From an optimization exercise on the open Yosys and OpenROAD flow, aimed at small area, a short achievable clock period and few clock cycles per item; shortcuts taken in it are not production practice.
Function was checked by simulation only, so behaviour that the tests miss may differ from the original.
Power and IR drop assume default switching activity.

### flow/run.sh
#!/bin/bash
# synth_recipe.tcl (not shown) runs the flow's synth.tcl, then flattens the netlist and writes it again
# the make line also repeats each setting of config.mk as NAME=value (left out here)
make -C /OpenROAD-flow-scripts/flow DESIGN_CONFIG=/design/flow/config.mk WORK_HOME=/design/flow/orfs CLKGATE_MAP_FILE= SYNTH_SCRIPT=/design/flow/synth_recipe.tcl finish
### flow/config.mk
export PLATFORM = sky130hd
export DESIGN_NAME = comb_alu
export DESIGN_NICKNAME = comb_alu
export VERILOG_FILES = /design/flow/design.v
export SDC_FILE = /design/flow/constraint.sdc
export NUM_CORES = 4
export LEC_CHECK = 0
export CAP_MARGIN = 20
export CORE_MARGIN = 2
export CORE_UTILIZATION = 40
export PLACE_DENSITY = 0.55
export SLEW_MARGIN = 20
### flow/constraint.sdc
create_clock -name core_clock -period 24.0 [get_ports {clk}]
set_input_delay 4.8000 -clock core_clock [delete_from_list [all_inputs] [get_ports {clk}]]
set_output_delay 4.8000 -clock core_clock [all_outputs]
set_load 0.01 [all_outputs]
### flow/design.v
module comb_alu (
    input  wire        clk,
    input  wire        rst,         
    input  wire        in_valid,
    output wire        in_ready,
    input  wire [3:0]  in_op,       
    input  wire [2:0]  in_fmt,      
    input  wire        in_wrap,     
    input  wire        in_last,
    input  wire [31:0] in_data,     
    input  wire [23:0] in_rank,     
    input  wire [31:0] in_index,    
    output reg         out_valid,
    input  wire        out_ready,
    output reg  [31:0] out_data,
    output reg  [23:0] out_rank,
    output reg  [31:0] out_index,
    output reg  [3:0]  out_flags    
);
    localparam OP_SUM = 4'd0, OP_MAX = 4'd1, OP_MIN = 4'd2, OP_AND = 4'd3,
               OP_OR = 4'd4, OP_XOR = 4'd5, OP_COUNT = 4'd6,
               OP_ARGMAX = 4'd7, OP_ARGMIN = 4'd8;
    localparam AW  = 304;           
    localparam NCH = 38;            
    localparam NW  = 10;            
    function [31:0] fmt_mask;
        input [2:0] f;
        case (f)
            3'd0, 3'd3, 3'd4: fmt_mask = 32'h0000_00FF;
            3'd1, 3'd5, 3'd6: fmt_mask = 32'h0000_FFFF;
            default:          fmt_mask = 32'hFFFF_FFFF;
        endcase
    endfunction
    function [31:0] fmt_sign;
        input [2:0] f;
        case (f)
            3'd0, 3'd3, 3'd4: fmt_sign = 32'h0000_0080;
            3'd1, 3'd5, 3'd6: fmt_sign = 32'h0000_8000;
            default:          fmt_sign = 32'h8000_0000;
        endcase
    endfunction
    function [4:0] fmt_mbits;
        input [2:0] f;
        case (f)
            3'd3:    fmt_mbits = 5'd3;
            3'd4:    fmt_mbits = 5'd2;
            3'd5:    fmt_mbits = 5'd10;
            3'd6:    fmt_mbits = 5'd7;
            default: fmt_mbits = 5'd23;
        endcase
    endfunction
    function [31:0] fmt_nan;
        input [2:0] f;
        case (f)
            3'd3:    fmt_nan = 32'h0000_007F;
            3'd4:    fmt_nan = 32'h0000_007E;
            3'd5:    fmt_nan = 32'h0000_7E00;
            3'd6:    fmt_nan = 32'h0000_7FC0;
            default: fmt_nan = 32'h7FC0_0000;
        endcase
    endfunction
    function [31:0] fmt_inf;
        input [2:0] f;
        case (f)
            3'd4:    fmt_inf = 32'h0000_007C;
            3'd5:    fmt_inf = 32'h0000_7C00;
            3'd6:    fmt_inf = 32'h0000_7F80;
            default: fmt_inf = 32'h7F80_0000;
        endcase
    endfunction
    function [31:0] fmt_max;
        input [2:0] f;
        case (f)
            3'd3:    fmt_max = 32'h0000_007E;
            3'd4:    fmt_max = 32'h0000_007B;
            3'd5:    fmt_max = 32'h0000_7BFF;
            3'd6:    fmt_max = 32'h0000_7F7F;
            default: fmt_max = 32'h7F7F_FFFF;
        endcase
    endfunction
    function [1:0] elem_kind;
        input [2:0]  f;
        input [31:0] r;
        begin
            elem_kind = 2'd0;
            case (f)
                3'd3: if (r[6:0] == 7'h7F) elem_kind = 2'd2;
                3'd4: if (r[6:2] == 5'h1F)  elem_kind = (r[1:0]  != 0) ? 2'd2 : 2'd1;
                3'd5: if (r[14:10] == 5'h1F) elem_kind = (r[9:0] != 0) ? 2'd2 : 2'd1;
                3'd6: if (r[14:7] == 8'hFF) elem_kind = (r[6:0]  != 0) ? 2'd2 : 2'd1;
                3'd7: if (r[30:23] == 8'hFF) elem_kind = (r[22:0] != 0) ? 2'd2 : 2'd1;
                default: elem_kind = 2'd0;
            endcase
        end
    endfunction
    function [31:0] order_key;
        input [2:0]  f;
        input [31:0] r;
        begin
            if (f < 3'd3)
                order_key = r ^ fmt_sign(f);
            else if ((r & fmt_sign(f)) != 32'd0)
                order_key = ~r & fmt_mask(f);
            else
                order_key = r | fmt_sign(f);
        end
    endfunction
    function [8:0] rip8;
        input [7:0] a, b;
        input       c;
        integer n;
        reg cr;
        begin
            cr = c;
            for (n = 0; n < 8; n = n + 1) begin
                rip8[n] = a[n] ^ b[n] ^ cr;
                cr = (a[n] & b[n]) | (cr & (a[n] ^ b[n]));
            end
            rip8[8] = cr;
        end
    endfunction
    reg        in_ready_r;
    reg        nxt_first;           
    reg [1:0]  n_out;               
    reg [1:0]  n_unc;               
    reg        guar;                
    reg        rdy_a, rdy_b;        
    reg        f1_v, f2_v;
    assign in_ready = in_ready_r;
    wire take      = in_valid & in_ready_r;
    wire take_last = take & in_last;
    wire xfer      = out_valid & out_ready;
    wire can_cap   = ~f1_v & ~f2_v & (~out_valid | out_ready);
    wire cap_a     = rdy_a & can_cap;
    wire cap_b     = rdy_b & can_cap & ~rdy_a;
    wire cap       = cap_a | cap_b;
    wire [1:0] n_out_nx = n_out + {1'b0, take_last} - {1'b0, xfer};
    wire [1:0] n_unc_nx = n_unc + {1'b0, take_last} - {1'b0, cap};
    wire       guar_nx  = take_last ? (n_out_nx == 2'd1) : guar;
    reg        i_v, i_last, i_first, i_wrap;
    reg [3:0]  i_op;
    reg [2:0]  i_fmt;
    reg [31:0] i_data;
    reg [23:0] i_rank;
    reg [31:0] i_index;
    reg [7:0]  i_f;                 
    reg        i_sum, i_mm, i_max, i_and, i_or, i_xor, i_cnt, i_arg, i_amin;
    always @(posedge clk) begin
        for (k = 0; k < 8; k = k + 1)
            i_f[k] <= (in_fmt == k);
        i_sum   <= (in_op == OP_SUM) || (in_op == OP_COUNT);
        i_mm    <= (in_op == OP_MAX) || (in_op == OP_MIN);
        i_max   <= (in_op == OP_MAX);
        i_and   <= (in_op == OP_AND);
        i_or    <= (in_op == OP_OR);
        i_xor   <= (in_op == OP_XOR);
        i_cnt   <= (in_op == OP_COUNT);
        i_arg   <= (in_op == OP_ARGMAX) || (in_op == OP_ARGMIN);
        i_amin  <= (in_op == OP_ARGMIN);
        i_data  <= in_data;
        i_rank  <= in_rank;
        i_index <= in_index;
        i_op    <= in_op;
        i_fmt   <= in_fmt;
        i_wrap  <= in_wrap;
        i_last  <= in_last;
        i_first <= nxt_first;
        if (rst) begin
            i_v        <= 1'b0;
            nxt_first  <= 1'b1;
            in_ready_r <= 1'b1;
            n_out      <= 2'd0;
            n_unc      <= 2'd0;
            guar       <= 1'b0;
        end else begin
            i_v <= take;
            if (take) nxt_first <= in_last;
            n_out <= n_out_nx;
            n_unc <= n_unc_nx;
            guar  <= guar_nx;
            in_ready_r <= ~(take_last && (in_op == OP_SUM || in_op == OP_COUNT)) &&
                          (n_unc_nx == 2'd0 || (n_unc_nx == 2'd1 && guar_nx));
        end
    end
    wire        i_w8   = i_f[0] | i_f[3] | i_f[4];
    wire        i_w16  = i_f[1] | i_f[5] | i_f[6];
    wire        i_w32  = i_f[2] | i_f[7];
    wire        i_isfp = ~(i_f[0] | i_f[1] | i_f[2]);
    wire [31:0] i_raw  = {i_data[31:16] & {16{i_w32}}, i_data[15:8] & {8{~i_w8}}, i_data[7:0]};
    wire        i_neg  = (i_w8 & i_data[7]) | (i_w16 & i_data[15]) | (i_w32 & i_data[31]);
    wire [31:0] i_sgn  = {i_w32, 15'd0, i_w16, 7'd0, i_w8, 7'd0};
    wire        i_einf = (i_f[4] & (&i_data[6:2])) | (i_f[5] & (&i_data[14:10])) |
                         (i_f[6] & (&i_data[14:7])) | (i_f[7] & (&i_data[30:23]));
    wire        i_mnz  = (i_f[4] & (|i_data[1:0])) | (i_f[5] & (|i_data[9:0])) |
                         (i_f[6] & (|i_data[6:0])) | (i_f[7] & (|i_data[22:0]));
    wire        i_isnan = (i_f[3] & (&i_data[6:0])) | (i_einf & i_mnz);
    wire        i_isinf = i_einf & ~i_mnz;
    wire [1:0]  i_kind = {i_isnan, i_isinf};
    reg [7:0]  d_e;
    reg [23:0] d_sig;
    reg [63:0] d_win;
    reg        d_fill, d_cin;
    reg [7:0]  d_p;
    reg [31:0] d_int;
    always @(*) begin
        d_e   = 8'd0;
        d_sig = 24'd0;
        d_e   = ({8{i_f[3]}} & {4'd0, i_data[6:3]})  | ({8{i_f[4]}} & {3'd0, i_data[6:2]}) |
                ({8{i_f[5]}} & {3'd0, i_data[14:10]}) | ({8{i_f[6]}} & i_data[14:7]) |
                ({8{i_f[7]}} & i_data[30:23]);
        d_sig = ({24{i_f[3]}} & {20'd0, d_e != 8'd0, i_data[2:0]}) |
                ({24{i_f[4]}} & {21'd0, d_e != 8'd0, i_data[1:0]}) |
                ({24{i_f[5]}} & {13'd0, d_e != 8'd0, i_data[9:0]}) |
                ({24{i_f[6]}} & {16'd0, d_e != 8'd0, i_data[6:0]}) |
                ({24{i_f[7]}} & {d_e != 8'd0, i_data[22:0]});
        d_p = (d_e == 8'd0) ? 8'd0 : d_e - 8'd1;
        d_int = {{16{i_neg & ~i_w32}} | i_data[31:16] & {16{i_w32}},
                 {8{i_neg}} & {8{i_w8}} | i_data[15:8] & {8{~i_w8}}, i_data[7:0]};
        if (i_isfp) begin
            if (i_kind != 2'd0) begin
                d_win  = 64'd0;
                d_fill = 1'b0;
                d_cin  = 1'b0;
            end else begin
                d_win  = ({40'd0, d_sig} << d_p[4:0]) ^ {64{i_neg}};
                d_fill = i_neg;
                d_cin  = i_neg;
            end
        end else if (i_cnt) begin
            d_win  = {63'd0, i_raw != 32'd0};
            d_fill = 1'b0;
            d_cin  = 1'b0;
            d_p    = 8'd0;
        end else begin
            d_win  = {{32{d_int[31]}}, d_int};
            d_fill = d_int[31];
            d_cin  = 1'b0;
            d_p    = 8'd0;
        end
    end
    wire [2:0] d_q = d_p[7:5];
    reg        w_add, w_clr, w_last, w_res, w_fill, w_cin, w_wrap;
    reg [2:0]  w_fmt;
    reg [31:0] w_e, w_o;            
    reg [NW-1:0] w_win;
    reg        w_nan, w_pinf, w_ninf, w_plus;
    integer    k;
    always @(posedge clk) begin
        w_e    <= d_q[0] ? d_win[63:32] : d_win[31:0];
        w_o    <= d_q[0] ? d_win[31:0]  : d_win[63:32];
        w_fmt  <= i_fmt;
        w_wrap <= i_wrap;
        w_nan  <= i_isnan;
        w_pinf <= i_isinf && !i_neg;
        w_ninf <= i_isinf && i_neg;
        w_plus <= (i_raw != i_sgn);
        w_clr  <= i_first;
        w_last <= i_last;
        w_fill <= i_v && i_sum && d_fill;
        w_cin  <= i_v && i_sum && d_cin;
        for (k = 0; k < NW; k = k + 1)
            w_win[k] <= i_v && i_sum && (k == d_q || k == d_q + 1);
        if (rst) begin
            w_add <= 1'b0;
            w_res <= 1'b0;
        end else begin
            w_add <= i_v && i_sum;
            w_res <= w_add && w_last;
        end
    end
    reg [AW-1:0]  acc;
    reg [NCH-1:0] cy;               
    reg           f_nan, f_pinf, f_ninf, f_plus;
    reg [2:0]     a_fmt;
    reg           a_wrap;
    wire clr = w_add & w_clr;
    reg [AW-1:0] x;
    always @(*) begin
        for (k = 0; k < AW; k = k + 1)
            x[k] = w_win[k/32] ? (((k/32) % 2 == 0) ? w_e[k%32] : w_o[k%32])
                               : w_fill;
    end
    reg [NCH-1:0] ch_g, ch_p, la_g, la_p, la_g2, la_p2;
    reg [NCH:0]   ch_c;
    integer lv, j, src;
    always @(*) begin
        for (j = 0; j < NCH; j = j + 1) begin
            ch_g[j] = (&acc[8*j +: 8]) & ((j == 0) ? 1'b0 : cy[(j == 0) ? 0 : j-1]);
            ch_p[j] = (&acc[8*j+1 +: 7]) & (acc[8*j] | ((j == 0) ? 1'b0 : cy[(j == 0) ? 0 : j-1]));
        end
        la_g = ch_g;
        la_p = ch_p;
        for (lv = 0; lv < 6; lv = lv + 1) begin
            la_g2 = la_g;
            la_p2 = la_p;
            for (j = 0; j < NCH; j = j + 1) begin
                if ((j >> lv) & 1) begin
                    src = ((j >> lv) << lv) - 1;
                    la_g2[j] = la_g[j] | (la_p[j] & la_g[src]);
                    la_p2[j] = la_p[j] & la_p[src];
                end
            end
            la_g = la_g2;
            la_p = la_p2;
        end
        ch_c[0] = 1'b0;
        for (j = 0; j < NCH; j = j + 1)
            ch_c[j+1] = la_g[j];
    end
    reg [AW-1:0]  acc_nx;
    reg [NCH-1:0] cy_nx;
    reg [8:0]     csum;
    reg [7:0]     ca, cb;
    reg           cc;
    always @(*) begin
        for (j = 0; j < NCH; j = j + 1) begin
            ca = acc[8*j +: 8] & {8{~clr}};
            cb = x[8*j +: 8];
            if (j == 0)
                cc = w_cin;
            else if (w_res) begin
                cb[0] = cy[(j == 0) ? 0 : j-1];
                cc    = ch_c[j];
            end else
                cc = cy[(j == 0) ? 0 : j-1] & ~clr;
            csum = rip8(ca, cb, cc);
            acc_nx[8*j +: 8] = csum[7:0];
            cy_nx[j] = csum[8] & ~w_res;
        end
    end
    always @(posedge clk) begin
        acc <= acc_nx;
        cy  <= cy_nx;
        if (w_add) begin
            f_nan  <= (clr ? 1'b0 : f_nan)  | w_nan;
            f_pinf <= (clr ? 1'b0 : f_pinf) | w_pinf;
            f_ninf <= (clr ? 1'b0 : f_ninf) | w_ninf;
            f_plus <= (clr ? 1'b0 : f_plus) | w_plus;
            a_fmt  <= w_fmt;
            a_wrap <= w_wrap;
        end
    end
    reg [31:0] best;
    reg        best_nan, sel_nan;
    reg [23:0] best_rank;
    reg [31:0] best_index;
    reg        b_mm, b_arg;
    reg [2:0]  b_fmt;
    function [1:0] ucmp;
        input [31:0] a, b;
        reg [31:0] g, e;
        integer n, l;
        begin
            for (n = 0; n < 32; n = n + 1) begin
                g[n] = a[n] & ~b[n];
                e[n] = ~(a[n] ^ b[n]);
            end
            for (l = 1; l < 32; l = l * 2)
                for (n = 0; n < 32; n = n + 2 * l) begin
                    g[n] = g[n + l] | (e[n + l] & g[n]);
                    e[n] = e[n + l] & e[n];
                end
            ucmp = {g[0], e[0]};
        end
    endfunction
    wire [31:0] in_key = i_isfp ? (i_neg ? (~i_raw & {{16{i_w32}}, {8{~i_w8}}, 8'hFF})
                                         : (i_raw | i_sgn))
                                : (i_raw ^ i_sgn);
    wire [1:0]  kc       = ucmp(in_key, best);
    wire        key_gt   = kc[1];
    wire        key_eq   = kc[0];
    wire        key_lt   = ~kc[1] & ~kc[0];
    wire [1:0]  rc       = ucmp({8'd0, best_rank}, {8'd0, i_rank});
    wire        rank_lt  = rc[1];
    wire        arg_better = i_amin ? key_lt : key_gt;
    wire        arg_wins =
        (i_isnan && !best_nan) ||
        (i_isnan && best_nan && rank_lt) ||
        (!i_isnan && !best_nan && (arg_better || (key_eq && rank_lt)));
    always @(posedge clk) begin
        if (i_v && !i_sum) begin
            b_mm  <= i_mm;
            b_arg <= i_arg;
            b_fmt <= i_fmt;
            if (i_mm) begin
                sel_nan <= (i_first ? 1'b0 : sel_nan) | i_isnan;
                if (i_first || (i_max ? key_gt : key_lt))
                    best <= in_key;
            end
            if (i_and) best <= i_first ? i_raw : (best & i_raw);
            if (i_or)  best <= i_first ? i_raw : (best | i_raw);
            if (i_xor) best <= i_first ? i_raw : (best ^ i_raw);
            if (i_arg && (i_first || arg_wins)) begin
                best       <= in_key;
                best_nan   <= i_isnan;
                best_rank  <= i_rank;
                best_index <= i_index;
            end
        end
    end
    function [31:0] unkey;
        input [2:0]  f;
        input [31:0] kk;
        begin
            if (f < 3'd3)
                unkey = kk ^ fmt_sign(f);
            else if ((kk & fmt_sign(f)) != 32'd0)
                unkey = kk ^ fmt_sign(f);
            else
                unkey = ~kk & fmt_mask(f);
        end
    endfunction
    wire [31:0] best_raw = (b_mm | b_arg) ? unkey(b_fmt, best) : best;
    always @(posedge clk) begin
        if (rst) begin
            rdy_a <= 1'b0;
            rdy_b <= 1'b0;
            f1_v  <= 1'b0;
            f2_v  <= 1'b0;
            out_valid <= 1'b0;
        end else begin
            rdy_a <= (rdy_a & ~cap_a) | w_res;
            rdy_b <= (rdy_b & ~cap_b) | (i_v & i_last & ~i_sum);
            f1_v  <= cap & p_norm;
            f2_v  <= f1_v;
            out_valid <= f2_v | (cap & ~p_norm) | (out_valid & ~out_ready);
        end
    end
    wire          a_s = acc[AW-1];
    reg [32*NW-1:0] wd;
    reg [NW-1:0]  w_any, w_nz, hsel, above;
    reg [31:0]    v_hi, v_lo;
    reg           lnz, a_zero;
    always @(*) begin
        for (k = 0; k < NW; k = k + 1) begin
            if (k == NW - 1)
                wd[32*k +: 32] = {{16{a_s}}, acc[AW-1:288]};
            else
                wd[32*k +: 32] = acc[32*k +: 32];
            w_any[k] = |wd[32*k +: 32];
            w_nz[k]  = a_s ? ~(&wd[32*k +: 32]) : w_any[k];
        end
        for (k = NW - 1; k >= 0; k = k - 1) begin
            if (k == NW - 1) above[k] = 1'b0;
            else             above[k] = above[k+1] | w_nz[k+1];
            hsel[k] = (k == 0) ? ~above[0] : (w_nz[k] & ~above[k]);
        end
        v_hi = 32'd0;
        v_lo = 32'd0;
        lnz  = 1'b0;
        for (k = 0; k < NW; k = k + 1) begin
            v_hi = v_hi | (wd[32*k +: 32] & {32{hsel[k]}});
            if (k < NW - 1)
                v_lo = v_lo | (wd[32*k +: 32] & {32{hsel[k+1]}});
            if (k < NW - 2)
                lnz = lnz | (w_any[k] & above[k+1]);
        end
        a_zero = ~a_s & ~(|w_nz);
    end
    reg [3:0] h_enc;
    always @(*) begin
        h_enc = 4'd0;
        for (k = 0; k < NW; k = k + 1)
            if (hsel[k]) h_enc = k[3:0];
    end
    wire [63:0] u_val = {v_hi, v_lo} ^ {64{a_s}};
    reg        int_in;
    reg [31:0] int_res;
    reg [3:0]  int_fl;
    always @(*) begin
        case (a_fmt)
            3'd0:    int_in = (wd[31:7]  == {25{a_s}});
            3'd1:    int_in = (wd[31:15] == {17{a_s}});
            default: int_in = (wd[31]    == a_s);
        endcase
        int_in = int_in & ~(|w_nz[NW-1:1]);
        if (int_in || a_wrap) begin
            int_res = acc[31:0] & fmt_mask(a_fmt);
            int_fl  = 4'd0;
        end else begin
            int_res = a_s ? fmt_sign(a_fmt) : (fmt_sign(a_fmt) - 32'd1);
            int_fl  = 4'b0100;
        end
    end
    reg        p_norm;
    reg [31:0] p_data;
    reg [3:0]  p_fl;
    reg [1:0]  bk;
    always @(*) begin
        p_norm = 1'b0;
        p_data = 32'd0;
        p_fl   = 4'd0;
        bk     = elem_kind(b_fmt, best_raw);
        if (rdy_a) begin
            if (a_fmt < 3'd3) begin
                p_data = int_res;
                p_fl   = int_fl;
            end else if (f_nan || (f_pinf && f_ninf)) begin
                p_data = fmt_nan(a_fmt);
                p_fl   = 4'b0001;
            end else if (f_pinf) begin
                p_data = fmt_inf(a_fmt);
                p_fl   = 4'b0010;
            end else if (f_ninf) begin
                p_data = fmt_inf(a_fmt) | fmt_sign(a_fmt);
                p_fl   = 4'b0010;
            end else if (a_zero) begin
                p_data = f_plus ? 32'd0 : fmt_sign(a_fmt);
            end else
                p_norm = 1'b1;
        end else begin
            if (b_mm ? sel_nan : (b_arg & best_nan)) begin
                p_data = fmt_nan(b_fmt);
                p_fl   = 4'b0001;
            end else begin
                p_data = best_raw;
                p_fl   = {2'b00, (b_mm | b_arg) && bk == 2'd1, 1'b0};
            end
        end
    end
    reg [63:0] f1_u;
    reg [3:0]  f1_h;
    reg        f1_lnz, f1_s;
    reg [2:0]  f1_fmt;
    always @(posedge clk) begin
        f1_u    <= u_val;
        f1_h    <= h_enc;
        f1_lnz  <= lnz;
        f1_s    <= a_s;
        f1_fmt  <= a_fmt;
        if (cap_b) begin
            out_rank  <= best_rank;
            out_index <= best_index;
        end
    end
    reg [5:0]  lq;                  
    always @(*) begin
        lq = 6'd31;
        for (k = 32; k < 64; k = k + 1)
            if (f1_u[k]) lq = k;
    end
    wire [4:0]  f1_mb  = fmt_mbits(f1_fmt);
    wire [6:0]  t0     = {1'b0, lq} - {2'd0, f1_mb} - 7'd1;
    wire [5:0]  rsh    = ((f1_h == 4'd0) && t0 < 7'd31) ? 6'd31 : t0[5:0];
    wire [5:0]  tsh    = rsh - 6'd8;
    reg  [55:0] sv;
    reg  [24:0] ysh;
    reg         st_or, all1;
    integer     sl, sj;
    always @(*) begin
        sv    = f1_u[63:8];
        st_or = |f1_u[7:0];
        all1  = &f1_u[7:0];
        for (sl = 5; sl >= 0; sl = sl - 1) begin
            if (tsh[sl]) begin
                for (sj = 0; sj < (1 << sl); sj = sj + 1) begin
                    st_or = st_or | sv[sj];
                    all1  = all1 & sv[sj];
                end
                for (sj = 0; sj < 56; sj = sj + 1)
                    sv[sj] = (sj + (1 << sl) < 56) ? sv[sj + (1 << sl)] : 1'b0;
            end
            for (sj = 25 + (1 << sl) - 1; sj < 56; sj = sj + 1)
                sv[sj] = 1'b0;
        end
        ysh = sv[24:0];
    end
    wire [10:0] pexp   = {2'd0, f1_h, 5'd0} + {5'd0, lq} - 11'd32 - {6'd0, f1_mb};
    wire [8:0]  eprime = pexp[10] ? 9'd0 : pexp[8:0];
    wire        f1_inc = f1_s & ~f1_lnz & all1;
    reg [24:0] f2_y;
    reg        f2_inc, f2_st, f2_s;
    reg [8:0]  f2_e;
    reg [2:0]  f2_fmt;
    always @(posedge clk) begin
        f2_y    <= ysh;
        f2_e    <= eprime;
        f2_inc  <= f1_inc;
        f2_st   <= f1_s ? ~f1_inc : (st_or | f1_lnz);
        f2_s    <= f1_s;
        f2_fmt  <= f1_fmt;
    end
    wire [25:0] r_z   = {1'b0, f2_y} + {24'd0, f2_inc, ~f2_inc};
    wire        r_tie = (f2_y[0] ^ f2_inc) & ~f2_st;
    wire [24:0] r_m   = {r_z[25:2], r_z[1] & ~r_tie};
    reg  [1:0]  r_hb;
    reg  [9:0]  r_ef;
    reg         r_ovf;
    reg  [31:0] r_data;
    reg  [3:0]  r_fl;
    always @(*) begin
        case (f2_fmt)
            3'd3:    r_hb = r_m[4:3];
            3'd4:    r_hb = r_m[3:2];
            3'd5:    r_hb = r_m[11:10];
            3'd6:    r_hb = r_m[8:7];
            default: r_hb = r_m[24:23];
        endcase
        r_ef = {1'b0, f2_e} + {8'd0, r_hb};
        case (f2_fmt)
            3'd3:    r_ovf = (r_ef > 10'd15) || (r_ef == 10'd15 && r_m[2:0] == 3'd7);
            3'd4,
            3'd5:    r_ovf = (r_ef >= 10'd31);
            default: r_ovf = (r_ef >= 10'd255);
        endcase
        begin
            if (r_ovf) begin
                if (f2_fmt == 3'd3) begin
                    r_data = fmt_max(f2_fmt);
                    r_fl   = 4'b1000;
                end else begin
                    r_data = fmt_inf(f2_fmt);
                    r_fl   = 4'b1010;
                end
            end else begin
                case (f2_fmt)
                    3'd3:    r_data = {24'd0, 1'b0, r_ef[3:0], r_m[2:0]};
                    3'd4:    r_data = {24'd0, 1'b0, r_ef[4:0], r_m[1:0]};
                    3'd5:    r_data = {16'd0, 1'b0, r_ef[4:0], r_m[9:0]};
                    3'd6:    r_data = {16'd0, 1'b0, r_ef[7:0], r_m[6:0]};
                    default: r_data = {1'b0, r_ef[7:0], r_m[22:0]};
                endcase
                r_fl = 4'b0000;
            end
            if (f2_s)
                r_data = r_data | fmt_sign(f2_fmt);
        end
    end
    always @(posedge clk) begin
        if (f2_v) begin
            out_data  <= r_data;
            out_flags <= r_fl;
        end else if (cap & ~p_norm) begin
            out_data  <= p_data;
            out_flags <= p_fl;
        end
    end
endmodule
==> reports/results.ini, run 1 <==
[run_status]
status = no timing/DRC/antenna violations

[clock_network]
tritoncts = built
hold_buffers = 0
cts_root_buf = clkbuf_16
clkTransAtPathRegs_ps = 60
clock_sinks = 861
clock_latency_ps = 760
cts_max_level = 3
cts_max_path_buffers = 3
cts_buffers = 98
cts_setup_buffers = 0
cts_resized = 0

[pwr]
max-vdd-ir-drop_uv = 78.6
p_total_mw = 6.47
power_density_nw_per_um2 = 107
p_leak_nw = 23.5

[critical_path]
startpoint_type = register
worst_path_largest_cell_delay_ps = 980
worst_path_max_delay_cell = ha_1
worstPathMaxFanout = 32
r2r_start = f1_u[33]$_DFF_P_
worstRegToRegCells = 29
timing.critical_path.mode_cell = o21bai_1
startpoint = f1_u[33]$_DFF_P_
arrival_ps = 8420
r2r_slack_ps = 16200
end_kind = register
crit_required_ps = 24620
r2r-end = f2_st$_DFF_P_
worstSetupEndpoint = f2_st$_DFF_P_
crit_type = register to register

[timing]
period_needed_ps = 7800
worstMarginPinSlew_ps = 1110
period_share_pct = 32.5
slew_violations = 0
fin_setup_tns_ps = 0
relSlewSlack_pct = 25.3
max_freq_mhz = 128
final_hold_viol_count = 0
fin_skew_ps = 52.5
rsz0062_at_grt = no
finalSetupViolCount = 0

[global_routing]
grt_pass1_vias = 44963
grt.total_usage_pct = 30.0
grt_pass1_wl_mm = 306
overflow = 0
antenna_found_initial = 5
grt_max_degree = 173

[synth]
yosysSeqAreaShare_pct = 35.7
yosys.area_share.simple_pct = 16.0
synth.area.mux_share_pct = 4.15
synth_compound_area_share_pct = 19.6
synth_top_family_by_area = compound AO/OA/AOI/OAI gates
synth-adder-area-share_pct = 15.5
synth_top_area_share_pct = 24.8
synth_xor_area_share_pct = 2.82
synthDistinctLibCells = 92
synthTopCellsByCount = 699 x nand2_1, 666 x dfxtp_1, 581 x a21oi_1
ys_top_cells_by_area = dfxtp_1 25%, fa_1 11%, edfxtp_1 11%
synth_edf_count = 195
yosysMostFrequentCell = nand2_1
syn_area_um2 = 53700
ys_ff_latch = 861
synth_nets = 6636
synthFlopType = dfxtp_1
netlist_instances = 6068
yosysWarnings = 1
synth_top_area_cell = dfxtp_1
async_flop_share_pct = 0
syn_area_per_cell_um2 = 8.85

[layout]
diodes = 0
syn_to_final_growth_pct = 12.8
fill_cells = 13010
layout-drive-gt1-share_pct = 6.45
stdcell_count = 7888
num-nets-final = 6604

[drt]
met1Wirelength_mm = 87.2
vias_per_cell = 6.08
firstDrtPassIters = 8
wl_met3_mm = 19.5
vias = 47962
drtAntennaViolNets = 0
drt_iter0_drc = 5472
highest_layer = met5
drt-wirelength-per-cell_um = 26.5
dr_wl_met2_mm = 91.3
wl_mm = 209
drc = 0

[job]
maxCapViolations = 0

[worst_hold_path]
hold_path.startpoint = f1_s$_DFF_P_
hold_class = register to register

[floorplanning]
pin_count = 195
rows = 134
coreArea_um2 = 133000
die_height_um = 370
die_w_um = 370
initial_core_util_pct = 40.3
die-area_um2 = 137000

[placement]
dp_hpwl_mm = 159
io_buffer_count = 194
dp.cells = 7703
gp_congestion = 0.961

==> metrics by stage <==
stage / cell area, um^2 / hold slack [ps] / setup WS, ps / utilization [%]
5_1_grt: 60500 / 365 / 15620 / 45.4
6_report: 60500 / 363 / 16200 / 45.4
3_5_place_dp: 57200 / 363 / 16400 / 42.9
4_1_cts: 60500 / 358 / 16330 / 45.4
3_3_place_gp: 57200 / 361 / 16310 / 42.9
2_1_floorplan: 53700 / 310 / 14120 / -
==> final cells by class <==
cell class / count / area, um^2 / share of cell area (%)
Clock buffer: 127 / 2650 / 4.38
Sequential cell: 861 / 19200 / 31.7
Timing Repair Buffer: 287 / 2680 / 4.42
Clock inverter: 57 / 693 / 1.14
Inverter: 468 / 1760 / 2.90
Multi-Input combinational cell: 4320 / 31400 / 51.8
Tap cell: 1768 / 2210 / 3.65
==> logic make-up after synthesis <==
logic type	after synthesis
xor+xnor	171
simple gates	1845
compound gates	1617
buf+inv	887
mux	202
fa+ha+maj	484
other cells	1
flops	861
==> sequential cells by signal, indices dropped and copies added (netlist names), 9 cells and up <==
register    count
out_index      32
i_rank         24
out_data       32
best_rank      24
out_rank       24
f2_y           25
i_data         32
w_e            32
cy             37
w_o            32
w_win          10
f1_u           64
best_index     32
f2_e            9
acc           304
best           32
i_index        32
==> placed cells by master (no fill, tap or decap), types with 44 or more instances in the layout <==
| cell type | instances |
|---|---|
| o21ai_0 | 271 |
| a22oi_1 | 124 |
| mux2_2 | 57 |
| a21o_1 | 45 |
| mux2i_1 | 133 |
| nor3_1 | 102 |
| a221oi_1 | 120 |
| nand2_1 | 698 |
| nand4_1 | 116 |
| fa_1 | 307 |
| xor2_1 | 49 |
| nor4_1 | 113 |
| a31oi_1 | 44 |
| clkdlybuf4s50_1 | 194 |
| buf_4 | 90 |
| a21oi_1 | 579 |
| nor2_1 | 402 |
| inv_1 | 464 |
| xnor2_1 | 120 |
| a211oi_1 | 67 |
| ha_1 | 160 |
| and2_1 | 52 |
| clkbuf_16 | 99 |
| edfxtp_1 | 195 |
| dfxtp_1 | 660 |
| nand3_1 | 168 |
| a221o_1 | 67 |
==> report_power, final <==
| group | internal, mW | switching [mW] | leakage (nW) |
|---|---|---|---|
| sequential | 1.92 | 0.923 | 7.36 |
| clock | 0.880 | 0.682 | 1.59 |
| combinational | 0.832 | 1.23 | 14.6 |
==> worst min path at each step <==
stage                           end  slack [ps]  cells after the start
floorplan            w_wrap$_DFF_P_         310                      0
global placement    i_first$_DFF_P_         360                      0
detailed placement  i_first$_DFF_P_         360                      0
CTS                    f2_s$_DFF_P_         360                      0
global route           f2_s$_DFF_P_         360                      0
finish                 f2_s$_DFF_P_         360                      0
==> critical path: cells and delay by family (launching register included) <==
kind	cells	cell delay, ps
compound gates	17	3750
flops	1	500
buf+inv	3	1150
fa+ha+maj	2	1190
simple gates	6	840
mux	1	220
==> per-layer routing <==
layer,track usage (%),vias up
met5,0,-
met4,14.1,6
met3,6.17,425
met2,45.1,2419
met1,41.1,23559
li1,-,21553
Testbench counts, summed over its fixed seeds: cycles 42,904, items 42,001.
==> inputs of run 2 (changes only) <==
--- a/flow/design.v
+++ b/flow/design.v
@@ -122,2 +122,3 @@
     reg        in_ready_r;
+    reg        bub1;                
     reg        nxt_first;           
@@ -171,2 +172,3 @@
             in_ready_r <= 1'b1;
+            bub1       <= 1'b0;
             n_out      <= 2'd0;
@@ -180,3 +182,4 @@
             guar  <= guar_nx;
-            in_ready_r <= ~(take_last && (in_op == OP_SUM || in_op == OP_COUNT)) &&
+            bub1       <= take_last && (in_op == OP_SUM || in_op == OP_COUNT);
+            in_ready_r <= ~(take_last && (in_op == OP_SUM || in_op == OP_COUNT)) && ~bub1 &&
                           (n_unc_nx == 2'd0 || (n_unc_nx == 2'd1 && guar_nx));
@@ -241,3 +244,3 @@
     wire [2:0] d_q = d_p[7:5];
-    reg        w_add, w_clr, w_last, w_res, w_fill, w_cin, w_wrap;
+    reg        w_add, w_clr, w_last, w_res, w_res2, w_fill, w_cin, w_wrap;
     reg [2:0]  w_fmt;
@@ -265,2 +268,3 @@
             w_res <= 1'b0;
+            w_res2 <= 1'b0;
         end else begin
@@ -268,2 +272,3 @@
             w_res <= w_add && w_last;
+            w_res2 <= w_res;
         end
@@ -320,6 +325,3 @@
                 cc = w_cin;
-            else if (w_res) begin
-                cb[0] = cy[(j == 0) ? 0 : j-1];
-                cc    = ch_c[j];
-            end else
+            else
                 cc = cy[(j == 0) ? 0 : j-1] & ~clr;
@@ -327,3 +329,3 @@
             acc_nx[8*j +: 8] = csum[7:0];
-            cy_nx[j] = csum[8] & ~w_res;
+            cy_nx[j] = w_res ? ch_c[j+1] : (csum[8] & ~w_res2);
         end
@@ -421,3 +423,3 @@
         end else begin
-            rdy_a <= (rdy_a & ~cap_a) | w_res;
+            rdy_a <= (rdy_a & ~cap_a) | w_res2;
             rdy_b <= (rdy_b & ~cap_b) | (i_v & i_last & ~i_sum);
@@ -535,12 +537,26 @@
     end
-    reg [5:0]  lq;                  
+    reg [4:0]  lzo;
     always @(*) begin
-        lq = 6'd31;
+        lzo = 5'd0;
         for (k = 32; k < 64; k = k + 1)
-            if (f1_u[k]) lq = k;
+            if (f1_u[k]) lzo = k - 32;
+    end
+    wire [4:0]  f1_mb = fmt_mbits(f1_fmt);
+    reg  [55:0] sa;
+    reg         sa_or, sa_and;
+    wire        o7  = |f1_u[7:0],   a7  = &f1_u[7:0];
+    wire        o20 = o7  | (|f1_u[20:8]),  a20 = a7  & (&f1_u[20:8]);
+    wire        o23 = o20 | (|f1_u[23:21]), a23 = a20 & (&f1_u[23:21]);
+    wire        o27 = o23 | (|f1_u[27:24]), a27 = a23 & (&f1_u[27:24]);
+    wire        o28 = o27 | f1_u[28],       a28 = a27 & f1_u[28];
+    always @(*) begin
+        case (f1_fmt)
+            3'd3: begin sa = {20'd0, f1_u[63:28]}; sa_or = o27; sa_and = a27; end
+            3'd4: begin sa = {21'd0, f1_u[63:29]}; sa_or = o28; sa_and = a28; end
+            3'd5: begin sa = {13'd0, f1_u[63:21]}; sa_or = o20; sa_and = a20; end
+            3'd6: begin sa = {16'd0, f1_u[63:24]}; sa_or = o23; sa_and = a23; end
+            default: begin sa = f1_u[63:8];        sa_or = o7;  sa_and = a7;  end
+        endcase
     end
-    wire [4:0]  f1_mb  = fmt_mbits(f1_fmt);
-    wire [6:0]  t0     = {1'b0, lq} - {2'd0, f1_mb} - 7'd1;
-    wire [5:0]  rsh    = ((f1_h == 4'd0) && t0 < 7'd31) ? 6'd31 : t0[5:0];
-    wire [5:0]  tsh    = rsh - 6'd8;
+    wire [4:0]  tsh = ((f1_h == 4'd0) && lzo < f1_mb) ? f1_mb : lzo;
     reg  [55:0] sv;
@@ -550,6 +566,6 @@
     always @(*) begin
-        sv    = f1_u[63:8];
-        st_or = |f1_u[7:0];
-        all1  = &f1_u[7:0];
-        for (sl = 5; sl >= 0; sl = sl - 1) begin
+        sv    = sa;
+        st_or = sa_or;
+        all1  = sa_and;
+        for (sl = 4; sl >= 0; sl = sl - 1) begin
             if (tsh[sl]) begin
@@ -567,3 +583,3 @@
     end
-    wire [10:0] pexp   = {2'd0, f1_h, 5'd0} + {5'd0, lq} - 11'd32 - {6'd0, f1_mb};
+    wire [10:0] pexp   = {2'd0, f1_h, 5'd0} + {6'd0, lzo} - {6'd0, f1_mb};
     wire [8:0]  eprime = pexp[10] ? 9'd0 : pexp[8:0];
==> run 2 against run 1 <==
Critical endpoint is now best[23]$_DFFE_PP_. Fmax rose by 4.9%. Via count grew 3.3%. Synthesized area grew 1.6%. Highest routed layer unchanged. Clock-buffer cell count is 3 higher. Global-route usage up 0.68 points. Design area rose by 1.7%. Sequential share of layout area shrank 0.47 points.
==> reports/results.ini, run 2 <==
[run_status]
status = no timing/DRC/antenna violations

[drt]
vias_per_cell = 6.17
vias = 49550
firstDrtPassIters = 9
drtAntennaViolNets = 0
drt_iter0_drc = 6720
wl_mm = 220
drt-wirelength-per-cell_um = 27.4
drc = 0

[floorplanning]
rows = 135
die_w_um = 373
die-area_um2 = 139000
initial_core_util_pct = 40.3
die_height_um = 373
coreArea_um2 = 135000
pin_count = 195

[synth]
netlist_instances = 6222
synthTopCellsByCount = 679 x nand2_1, 668 x dfxtp_1, 620 x a21oi_1
synthFlopType = dfxtp_1
synth_top_area_cell = dfxtp_1
ys_ff_latch = 863
synth_nets = 6775
synth_top_area_share_pct = 24.5
yosysMostFrequentCell = nand2_1
synthDistinctLibCells = 98
yosysSeqAreaShare_pct = 35.3
async_flop_share_pct = 0
synth_edf_count = 195
syn_area_per_cell_um2 = 8.76
syn_area_um2 = 54500
ys_top_cells_by_area = dfxtp_1 25%, fa_1 11%, edfxtp_1 11%
yosysWarnings = 1

[clock_network]
cts_buffers = 99
tritoncts = built
cts_max_path_buffers = 3
clock_latency_ps = 740
cts_max_level = 3
clock_sinks = 863
hold_buffers = 0
cts_resized = 0
cts_setup_buffers = 0
clkTransAtPathRegs_ps = 60
cts_root_buf = clkbuf_16

[timing]
period_needed_ps = 7430
finalSetupViolCount = 0
rsz0062_at_grt = no
fin_setup_tns_ps = 0
period_share_pct = 31.0
max_freq_mhz = 135
slew_violations = 0
final_hold_viol_count = 0
relSlewSlack_pct = 14.1
fin_skew_ps = 32.0
worstMarginPinSlew_ps = 1290

[layout]
top_register = acc
final_common_cell = nand2_1
fill_cells = 13205
diodes = 0
final_cell_mix = 677 x nand2_1, 664 x dfxtp_1, 620 x a21oi_1
regArea_um2 = 19200
syn_to_final_growth_pct = 12.9
fin_util_pct = 45.4
multi_input_area_um2 = 32000
largest_register_ffs = 304
layout-drive-gt1-share_pct = 6.60
num-nets-final = 6724
reg.largest.list = acc (304), f1_u (64), cy (37)

[pwr]
p_total_mw = 6.53
power_density_nw_per_um2 = 106
p_leak_nw = 24.1
max-vdd-ir-drop_uv = 61.3

[job]
maxCapViolations = 0

[critical_path]
worst_path_largest_cell_delay_ps = 690
startpoint_type = register
crit_required_ps = 24470
worstPathMaxFanout = 29
arrival_ps = 7910
crit_type = register to register
path_delay_family = simple AND/OR/NAND/NOR gates
critical_path_buf_inv_count = 4
worst_path_max_delay_cell = and2_1
cp_cell_sequence = nor3_1 -> buf_4 -> inv_1 -> ha_1 -> a21oi_1 -> nand2_1 -> nand2_1 -> buf_4 -> xor2_1 -> nor2_1 -> ha_1 -> a21o_1 -> a21oi_1 -> nor2b_1 -> o21ai_0 -> a21oi_1 -> or4_1 -> a31o_2 -> or3b_1 -> nand4_1 -> and2_1 -> nand2b_1 -> buf_4 -> mux2_2
end_kind = register

[global_routing]
grt_pass1_wl_mm = 321
grt_pass1_vias = 46306
overflow = 0
antenna_found_initial = 4
grt.total_usage_pct = 30.6
grt_max_degree = 138

[placement]
dp_hpwl_mm = 165
io_buffer_count = 194
gp_congestion = 0.963

[worst_hold_path]
hold_class = register to register

[run 2: layout make-up]
class	instances	share of cell area, %
multi-input combinational	4446	52.0
clock inverter	55	1.31
timing repair buffer	290	4.34
inverter	471	2.87
sequential	863	31.2
tap	1781	3.62
clock buffer	130	4.59
[run 2: metrics by stage]
stage	setup WS (ps)	area (um^2)	hold slack, ps	instances
after detailed placement	16660	57900	324	7846
after CTS	16640	61500	336	8031
after global placement	16710	57900	315	7845
final	16570	61600	335	8036
after floorplan	14090	54500	310	6222
after global routing	16060	61600	341	8036
[run 2: kinds of logic after synthesis]
family | after synthesis | share of synthesized area [%]
simple gates | 1889 | 16.2
compound gates | 1708 | 20.3
buf+inv | 913 | 6.37
flops | 863 | 35.3
fa+ha+maj | 467 | 14.8
mux | 210 | 4.31
xor+xnor | 171 | 2.75
other cells | 1 | 0.00688
[run 2: report_power, final]
group / internal, mW / leakage [nW] / switching, mW
clock network: 1.02 / 1.79 / 0.674
logic: 0.789 / 15.0 / 1.18
registers: 1.92 / 7.37 / 0.947
[run 2: layer usage]
layer	GRT usage, %	up-vias	wire length [um]
met5	0	-	31
met4	12.2	6	9480
met3	5.92	446	21200
met2	46.8	2649	96600
met1	42.6	24334	92700
li1	-	22115	-
[run 2: worst reg2reg max path, stage by stage (launching register included)]
cell and delay, ps:
dfxtp_1 430, nor3_1 240, buf_4 230, inv_1 280, ha_1 280, a21oi_1 190, nand2_1 580, nand2_1 230
buf_4 490, xor2_1 200, nor2_1 70, ha_1 320, a21o_1 160, a21oi_1 160, nor2b_1 60, o21ai_0 150
a21oi_1 90, or4_1 520, a31o_2 310, or3b_1 350, nand4_1 100, and2_1 690, nand2b_1 330, buf_4 340
mux2_2 390
[run 2: path summary, 6_finish.rpt]
path,startpoint,slack (ps),to,cells past startpoint
min,i_wrap$_DFF_P_,340,w_wrap$_DFF_P_,0
min reg2reg,i_wrap$_DFF_P_,340,w_wrap$_DFF_P_,0
max reg2reg,i_f[3]$_DFF_P_,16570,best[23]$_DFFE_PP_,24
max,i_f[3]$_DFF_P_,16570,best[23]$_DFFE_PP_,24
Testbench counts of run 2, summed over its fixed seeds: cycles 43,593, items 42,001.
==> inputs of run 3 (changes only) <==
--- a/flow/design.v
+++ b/flow/design.v
@@ -140,2 +140,18 @@
     wire       guar_nx  = take_last ? (n_out_nx == 2'd1) : guar;
+    function rdy_f;
+        input       tl, orr;
+        reg   [1:0] no, nu;
+        reg         cp, gu;
+        begin
+            cp = rdy_a | rdy_b ? (~f1_v & ~f2_v & (~out_valid | orr)) : 1'b0;
+            no = n_out + {1'b0, tl} - {1'b0, out_valid & orr};
+            nu = n_unc + {1'b0, tl} - {1'b0, cp};
+            gu = tl ? (no == 2'd1) : guar;
+            rdy_f = ~bub1 & (nu == 2'd0 || (nu == 2'd1 && gu));
+        end
+    endfunction
+    wire rdy00 = rdy_f(1'b0, 1'b0), rdy01 = rdy_f(1'b0, 1'b1);
+    wire rdy10 = rdy_f(1'b1, 1'b0), rdy11 = rdy_f(1'b1, 1'b1);
+    wire rdy_nx = take_last ? (~(in_op == OP_SUM || in_op == OP_COUNT) & (out_ready ? rdy11 : rdy10))
+                            : (out_ready ? rdy01 : rdy00);
     reg        i_v, i_last, i_first, i_wrap;
@@ -147,2 +163,4 @@
     reg [7:0]  i_f;                 
+    reg        i_fl0, i_fl7, i_fl8, i_fl15, i_fl16, i_fl31;
+    wire       in_fneg = (in_fmt >= 3'd3) && ((in_data & fmt_sign(in_fmt)) != 32'd0);
     reg        i_sum, i_mm, i_max, i_and, i_or, i_xor, i_cnt, i_arg, i_amin;
@@ -160,3 +178,10 @@
         i_amin  <= (in_op == OP_ARGMIN);
-        i_data  <= in_data;
+        i_data  <= in_data & fmt_mask(in_fmt);
+        i_fl0   <= in_fneg;
+        i_fl7   <= in_fneg | (in_fmt == 3'd0 || in_fmt == 3'd3 || in_fmt == 3'd4);
+        i_fl8   <= in_fneg & ~(in_fmt == 3'd0 || in_fmt == 3'd3 || in_fmt == 3'd4);
+        i_fl15  <= (in_fneg & (in_fmt == 3'd2 || in_fmt == 3'd7)) |
+                   (in_fmt == 3'd1 || in_fmt == 3'd5 || in_fmt == 3'd6);
+        i_fl16  <= in_fneg & (in_fmt == 3'd2 || in_fmt == 3'd7);
+        i_fl31  <= (in_fmt == 3'd2 || in_fmt == 3'd7);
         i_rank  <= in_rank;
@@ -183,4 +208,3 @@
             bub1       <= take_last && (in_op == OP_SUM || in_op == OP_COUNT);
-            in_ready_r <= ~(take_last && (in_op == OP_SUM || in_op == OP_COUNT)) && ~bub1 &&
-                          (n_unc_nx == 2'd0 || (n_unc_nx == 2'd1 && guar_nx));
+            in_ready_r <= rdy_nx;
         end
@@ -191,3 +215,3 @@
     wire        i_isfp = ~(i_f[0] | i_f[1] | i_f[2]);
-    wire [31:0] i_raw  = {i_data[31:16] & {16{i_w32}}, i_data[15:8] & {8{~i_w8}}, i_data[7:0]};
+    wire [31:0] i_raw  = i_data;
     wire        i_neg  = (i_w8 & i_data[7]) | (i_w16 & i_data[15]) | (i_w32 & i_data[31]);
@@ -367,5 +391,3 @@
     endfunction
-    wire [31:0] in_key = i_isfp ? (i_neg ? (~i_raw & {{16{i_w32}}, {8{~i_w8}}, 8'hFF})
-                                         : (i_raw | i_sgn))
-                                : (i_raw ^ i_sgn);
+    wire [31:0] in_key = i_data ^ {i_fl31, {15{i_fl16}}, i_fl15, {7{i_fl8}}, i_fl7, {7{i_fl0}}};
     wire [1:0]  kc       = ucmp(in_key, best);
==> run 3 against run 2 <==
Clock-buffer cell count rose by 25. Flip-flop and latch count rose by 6. Wire length fell by 3.4%. Critical path type is now register to output port. Critical endpoint is now out_valid.
==> reports/results.ini, run 3 <==
[run_status]
status = no timing/DRC/antenna violations

[critical_path]
crit_type = register to output port
critical_path_buf_inv_count = 1
worst_path_max_delay_cell = clkdlybuf4s50_1
arrival_ps = 1720
end_kind = output port
worst_path_largest_cell_delay_ps = 570
worstPathMaxFanout = 5
path_delay_family = buffers and inverters
cp_cell_sequence = clkdlybuf4s50_1
crit_required_ps = 19200
startpoint_type = register

[placement]
preCtsSetupSlack_ps = 16980
dp_hpwl_mm = 160
gp_congestion = 0.988
io_buffer_count = 194

[synth]
ys_ff_latch = 869
syn_area_um2 = 55000
synthFlopType = dfxtp_1
syn_area_per_cell_um2 = 8.93
synth_top_area_cell = dfxtp_1
yosysMostFrequentCell = dfxtp_1
synthTopCellsByCount = 674 x dfxtp_1, 632 x nand2_1, 610 x a21oi_1
synth_nets = 6720
yosysSeqAreaShare_pct = 35.2
synth_top_area_share_pct = 24.5
async_flop_share_pct = 0
yosysWarnings = 1
ys_top_cells_by_area = dfxtp_1 25%, fa_1 11%, edfxtp_1 11%
netlist_instances = 6161
synth_edf_count = 195
synthDistinctLibCells = 109

[floorplanning]
pin_count = 195
die_height_um = 375
rows = 136
initial_core_util_pct = 40.2
coreArea_um2 = 137000
die-area_um2 = 141000
die_w_um = 375

[pwr]
power_density_nw_per_um2 = 103
max-vdd-ir-drop_uv = 61.0
p_total_mw = 6.34
p_leak_nw = 24.4

[layout]
fill_cells = 13315
layout-drive-gt1-share_pct = 6.39
num-nets-final = 6655
fin_util_pct = 45.1
final_common_cell = dfxtp_1
final_cell_mix = 667 x dfxtp_1, 630 x nand2_1, 610 x a21oi_1
top_register = acc
syn_to_final_growth_pct = 12.3
reg.largest.list = acc (304), f1_u (64), cy (37)
largest_register_ffs = 304

[timing]
relSlewSlack_pct = 19.2
max_freq_mhz = 153
final_hold_viol_count = 0
rsz0062_at_grt = no
fin_skew_ps = 41.0
worstMarginPinSlew_ps = 1210
period_needed_ps = 6520
slew_violations = 0
finalSetupViolCount = 0
period_share_pct = 27.2
fin_setup_tns_ps = 0
layout_setup_ws_ps = 17480

[global_routing]
grt_max_degree = 213
grt_pass1_vias = 45650
grt.met1_usage_pct = 40.9
grt_use_met2_pct = 44.6
antenna_found_initial = 4
grt_pass1_wl_mm = 311
top_usage_layer = met2
overflow = 0
grt_use_met3_pct = 5.61
grt.total_usage_pct = 29.4

[worst_hold_path]
hold_class = register to register

[clock_network]
cts_max_level = 3
clock_latency_ps = 750
tritoncts = built
cts_resized = 0
cts_buffers = 102
cts_max_path_buffers = 3
clock_sinks = 869
hold_buffers = 0
cts_root_buf = clkbuf_16
clkTransAtPathRegs_ps = 60
cts_setup_buffers = 0

[drt]
drtAntennaViolNets = 0
drc = 0
wl_mm = 213
firstDrtPassIters = 9
drt-wirelength-per-cell_um = 26.6
vias = 49062
vias_per_cell = 6.15
drt_iter0_drc = 6641

[job]
maxCapViolations = 0

[run 3: layout make-up]
cell class	count	area [um^2]	share of cell area (%)
Antenna cell	1	2.50	0.00405
Clock buffer	155	3070	4.97
Clock inverter	36	507	0.820
Inverter	452	1700	2.75
Multi-Input combinational cell	4390	32300	52.3
Sequential cell	869	19400	31.3
Tap cell	1794	2240	3.63
Timing Repair Buffer	281	2610	4.22
[run 3: per-layer routing]
layer	part of all wire, %	wire [um]	vias up
met2	44	92900	2610
met3	9.6	20400	463
met4	4.8	10200	0
met5	0	0	-
li1	-	-	21967
met1	42	89000	24022
[run 3: path summary, 6_finish.rpt]
path | startpoint | end | slack, ps | depth (start not counted)
worst max-delay path | out_valid$_SDFF_PP0_ | out_valid | 17480 | 1
worst min-delay path | i_wrap$_DFF_P_ | w_wrap$_DFF_P_ | 320 | 0
worst max register to register | f2_inc$_DFF_P_ | out_data[5]$_DFFE_PP_ | 17850 | 24
worst min register to register | i_wrap$_DFF_P_ | w_wrap$_DFF_P_ | 320 | 0
[run 3: stage by stage]
step                      hold slack, ps  area [um^2]  std cells
after global placement               311        58200       7786
after floorplan                      310        55000       6161
after CTS                            327        61800       7977
after detailed placement             313        58200       7786
final                                324        61800       7978
after global routing                 341        61800       7977
[run 3: cell families after synthesis]
kind of cell             Yosys count  share of synthesized area, %
AO/OA/AOI/OAI                   1713                          20.0
XOR/XNOR                         179                          2.85
AND/OR/NAND/NOR                 1796                          15.6
other                              1                       0.00682
adder cells (fa/ha/maj)          468                          14.8
multiplexers                     233                          5.16
flip-flops                       869                          35.2
buffers and inverters            902                          6.43
[run 3: where the power goes]
group	internal [mW]	total (mW)	leakage (nW)	switching [mW]
Combinational	0.730	1.86	15.2	1.13
Sequential	1.93	2.83	7.41	0.907
Clock	0.955	1.65	1.75	0.694
Total	3.61	6.34	24.4	2.73
Testbench counts of run 3, summed over its fixed seeds: cycles 43,593, items 42,001.
==> inputs of run 4 (changes only) <==
--- a/flow/design.v
+++ b/flow/design.v
@@ -283,3 +283,3 @@
         w_plus <= (i_raw != i_sgn);
-        w_clr  <= i_first;
+        w_clr  <= i_v && i_sum && i_first;
         w_last <= i_last;
@@ -304,3 +304,3 @@
     reg           a_wrap;
-    wire clr = w_add & w_clr;
+    wire clr = w_clr;
     reg [AW-1:0] x;
@@ -624,2 +624,5 @@
     reg  [1:0]  r_hb;
+    wire [9:0]  r_e0 = {1'b0, f2_e};
+    wire [9:0]  r_e1 = {1'b0, f2_e} + 10'd1;
+    wire [9:0]  r_e2 = {1'b0, f2_e} + 10'd2;
     reg  [9:0]  r_ef;
@@ -630,9 +633,9 @@
         case (f2_fmt)
-            3'd3:    r_hb = r_m[4:3];
-            3'd4:    r_hb = r_m[3:2];
-            3'd5:    r_hb = r_m[11:10];
-            3'd6:    r_hb = r_m[8:7];
-            default: r_hb = r_m[24:23];
+            3'd3:    r_hb = {1'b0, f2_y[4]}  + {1'b0, f2_inc ? &f2_y[3:1]  : &f2_y[3:0]};
+            3'd4:    r_hb = {1'b0, f2_y[3]}  + {1'b0, f2_inc ? &f2_y[2:1]  : &f2_y[2:0]};
+            3'd5:    r_hb = {1'b0, f2_y[11]} + {1'b0, f2_inc ? &f2_y[10:1] : &f2_y[10:0]};
+            3'd6:    r_hb = {1'b0, f2_y[8]}  + {1'b0, f2_inc ? &f2_y[7:1]  : &f2_y[7:0]};
+            default: r_hb = {1'b0, f2_y[24]} + {1'b0, f2_inc ? &f2_y[23:1] : &f2_y[23:0]};
         endcase
-        r_ef = {1'b0, f2_e} + {8'd0, r_hb};
+        r_ef = (r_hb == 2'd0) ? r_e0 : (r_hb == 2'd1) ? r_e1 : r_e2;
         case (f2_fmt)
==> flow/flow/run.sh (new file) <==
#!/bin/bash
# Layout flow: the standard flow (standard.sh, unchanged synthesis and
# steps), with the port buffers that global placement inserts on every input
# and output made sky130_fd_sc_hd__buf_2 instead of the default delay buffer.
set -euo pipefail
export BUFFER_PORTS_ARGS="-buffer_cell sky130_fd_sc_hd__buf_2"
bash standard.sh > standard_flow.log 2>&1
==> flow/standard.sh (new file) <==
#!/bin/bash
# synth_recipe.tcl (not shown) runs the flow's synth.tcl, then flattens the netlist and writes it again
# the make line also repeats each setting of config.mk as NAME=value (left out here)
make -C /OpenROAD-flow-scripts/flow DESIGN_CONFIG=/design/flow/config.mk WORK_HOME=/design/flow/orfs CLKGATE_MAP_FILE= SYNTH_SCRIPT=/design/flow/synth_recipe.tcl "${@:-finish}"
removed: flow/run.sh
==> run 4 against run 3 <==
Still clean on timing, DRC and antenna. Clock-buffer cell count is 22 lower. Clock skew up 16 ps. Utilization shrank 0.67 points. Critical path depth did not move. Combinational power barely moved. Synthesized area rose by 2.2%. Global-route usage grew 0.63 points. Sequential share of layout area shrank 0.10 points. Sequential power down 4%. Fmax rose by 5.0%. Critical path type unchanged. Largest cell class unchanged. Largest power group unchanged.
==> reports/results.ini, run 4 <==
[run_status]
status = no timing/DRC/antenna violations

[synth]
synthTopCellsByCount = 984 x nand2_1, 674 x dfxtp_1, 380 x clkbuf_1
ys_ff_latch = 869
syn_area_um2 = 56200
synthDistinctLibCells = 97
synth_top_area_cell = dfxtp_1
syn_area_per_cell_um2 = 8.93
synth_top_area_share_pct = 24.0
async_flop_share_pct = 0
ys_top_cells_by_area = dfxtp_1 24%, fa_1 11%, edfxtp_1 10%
synthFlopType = dfxtp_1
synth_nets = 6858
yosysWarnings = 1
synth_edf_count = 195
netlist_instances = 6295
yosysSeqAreaShare_pct = 34.4
yosysMostFrequentCell = nand2_1

[pwr]
power_density_nw_per_um2 = 98.9
p_sw_share_pct = 42.8
internal_power_mw = 3.51
p_sw_mw = 2.62
max-vdd-ir-drop_uv = 55.9
p_leak_nw = 26.4
seqPwrFrac_pct = 44.4
p_comb_share_pct = 30.4
p_clk_share_pct = 25.2
p_total_mw = 6.13

[layout]
stdcell_count = 8199
reg.largest.list = acc (304), f1_u (64), cy (37)
layout-drive-gt1-share_pct = 9.30
top_register = acc
syn_to_final_growth_pct = 10.3
final_common_cell = nand2_1
regArea_um2 = 19400
fill_cells = 13678
num-nets-final = 6800
largest_register_ffs = 304
final_cell_mix = 983 x nand2_1, 666 x dfxtp_1, 354 x nor2_1
multi_input_area_um2 = 34200

[worst_hold_path]
min_path_cells = 0
holdPathEnd = w_fmt[1]$_DFF_P_
hold_class = register to register
hold_path.startpoint = i_fmt[1]$_DFF_P_

[floorplanning]
rows = 137
initial_core_util_pct = 40.3
die_w_um = 379
die_height_um = 379
pin_count = 195
coreArea_um2 = 140000
die-area_um2 = 144000

[drt]
vias = 50086
drt_iter0_drc = 6758
drc = 0
vias_per_cell = 6.11
drtAntennaViolNets = 0
drt-wirelength-per-cell_um = 26.7
firstDrtPassIters = 9
wl_mm = 219

[placement]
gp_congestion = 0.967
dp.cells = 8010
io_buffer_count = 194
dp_hpwl_mm = 166

[clock_network]
cts_buffers = 99
clock_latency_ps = 760
cts_setup_buffers = 0
tritoncts = built
cts_root_buf = clkbuf_16
clkTransAtPathRegs_ps = 60
hold_buffers = 0
cts_max_level = 3
cts_max_path_buffers = 3
clock_sinks = 869
cts_resized = 0

[global_routing]
grt.total_usage_pct = 30.0
grt_pass1_vias = 46828
overflow = 0
top_usage_layer = met2
grt_pass1_wl_mm = 322
grt_use_met3_pct = 5.12
grt.met1_usage_pct = 41.9
grt_max_degree = 133
grt_use_met2_pct = 45.9
antenna_found_initial = 4

[critical_path]
r2r_slack_ps = 17880
crit_type = register to output port
critical_path_buf_inv_count = 1
crit_required_ps = 19200
r2r_start = f1_fmt[2]$_DFF_P_
r2r-end = f2_st$_DFF_P_
worst_path_largest_cell_delay_ps = 510
worstPathMaxFanout = 1
path_delay_family = flip-flops
cp_cell_sequence = buf_2
startpoint_type = register
arrival_ps = 1410
worstRegToRegCells = 15
end_kind = output port
worst_path_max_delay_cell = edfxtp_1

[timing]
finalSetupViolCount = 0
rsz0062_at_grt = no
final_hold_viol_count = 0
period_needed_ps = 6210
holdWs_ps = 349
fin_setup_tns_ps = 0
max_freq_mhz = 161
period_share_pct = 25.9
worstMarginPinSlew_ps = 1240
slew_violations = 0
fin_skew_ps = 56.8
relSlewSlack_pct = 16.4

[job]
maxCapViolations = 0

[run 4: changes by cell type in the layout (fill, tap and decap cells not counted), moves of 86 or more]
cell and delta:
nand2_1 +353, a21oi_1 -334, clkdlybuf4s50_1 -194, o21ai_0 -86, buf_2 +194, nor2b_1 +279, inv_1 -162
[run 4: layout make-up]
cell class              instances  area share [%]
clock buffers                 133            4.46
multi-input cells            4685            55.2
well taps                    1876            3.79
inverters                     293            1.77
flip-flops and latches        869            31.2
diodes                          2         0.00807
repair buffers                289            2.73
clock inverters                52           0.832
[run 4: power by group through the flow]
stage / combinational, mW / clock (mW) / sequential (mW)
2_1_floorplan: 1.37 / 0 / 2.22
4_1_cts: 1.83 / 1.57 / 2.68
6_report: 1.86 / 1.55 / 2.72
3_5_place_dp: 1.83 / 0 / 2.70
3_3_place_gp: 1.79 / 0 / 2.71
5_1_grt: 2.04 / 1.63 / 2.74
[run 4: logic make-up (layout without fill, tap and decap cells)]
group           after synthesis  count (layout)  synth area share (%)
mux                         268             268                  5.86
simple gates               2343            2343                  19.7
buf+inv                     741             767                  5.02
other cells                   1               3               0.00667
flops                       869             869                  34.4
xor+xnor                    176             176                  2.76
fa+ha+maj                   476             476                  14.6
compound gates             1421            1421                  17.6
[run 4: routing by layer]
metal | vias up | part of all wire (%) | wire length, um
met1 | 24634 | 42 | 92800
met3 | 486 | 8.7 | 19100
li1 | 22503 | - | -
met5 | - | 0.0059 | 13
met4 | 2 | 4.5 | 9760
met2 | 2461 | 44 | 97100
[run 4: per-stage QoR]
step	instance area [um^2]	utilization, %	setup slack [ps]
3_3_place_gp	58700	42.1	17510
2_1_floorplan	56200	-	14340
5_1_grt	62000	44.4	17600
4_1_cts	62000	44.4	17770
6_report	62000	44.4	17790
3_5_place_dp	58700	42.1	17540
[run 4: worst max path at each step]
stage | from | to | slack [ps] | depth (start not counted)
after floorplan | out_ready | out_index[0]$_DFFE_PP_ | 14340 | 3
after global placement | in_valid | guar$_SDFFE_PP0P_ | 17510 | 10
after detailed placement | out_ready | out_index[10]$_DFFE_PP_ | 17540 | 5
after CTS | out_data[29]$_DFFE_PP_ | out_data[29] | 17770 | 1
after global routing | f1_fmt[2]$_DFF_P_ | f2_st$_DFF_P_ | 17600 | 15
final | out_data[29]$_DFFE_PP_ | out_data[29] | 17790 | 1
Testbench counts of run 4, summed over its fixed seeds: cycles 43,593, items 42,001.

## port drivers added, routing unchanged
No port has a modelled driver above. Below, the same layouts with a new extraction and two added sets of constraints. Step 1 (the two cells are an assumption about what drives the block):
set clk [get_ports {clk}]
set_driving_cell -lib_cell sky130_fd_sc_hd__clkbuf_16 $clk
set_driving_cell -lib_cell sky130_fd_sc_hd__buf_2 [delete_from_list [all_inputs] $clk]
Step 2 adds t to the input delays and takes it off the output delays; t is the mean of the earliest and latest rising clock arrival at the registers after step 1. Input paths then give back, and output paths get back, about the clock's delay inside the block. Three values: ideal, step 1, step 2; two values: the first two.
run | shift t [ns] | slack for setup (ns) | clock arrival spread, ns | worst slew at a driven data input, ns
run 1 | 0.807 | 16.201 / 16.201 / 16.201 | 0.053 / 0.053 | 0.08
run 2 | 0.804 | 16.568 / 16.568 / 16.568 | 0.033 / 0.033 | 0.07
run 3 | 0.806 | 17.480 / 17.406 / 16.968 | 0.041 / 0.042 | 0.09
run 4 | 0.808 | 17.788 / 17.710 / 17.509 | 0.057 / 0.057 | 0.08
After both steps every run listed still meets setup and hold. For run 3, which loses most, drivers alone change the setup slack by -0.074 ns; drivers and shift together by -0.512 ns.
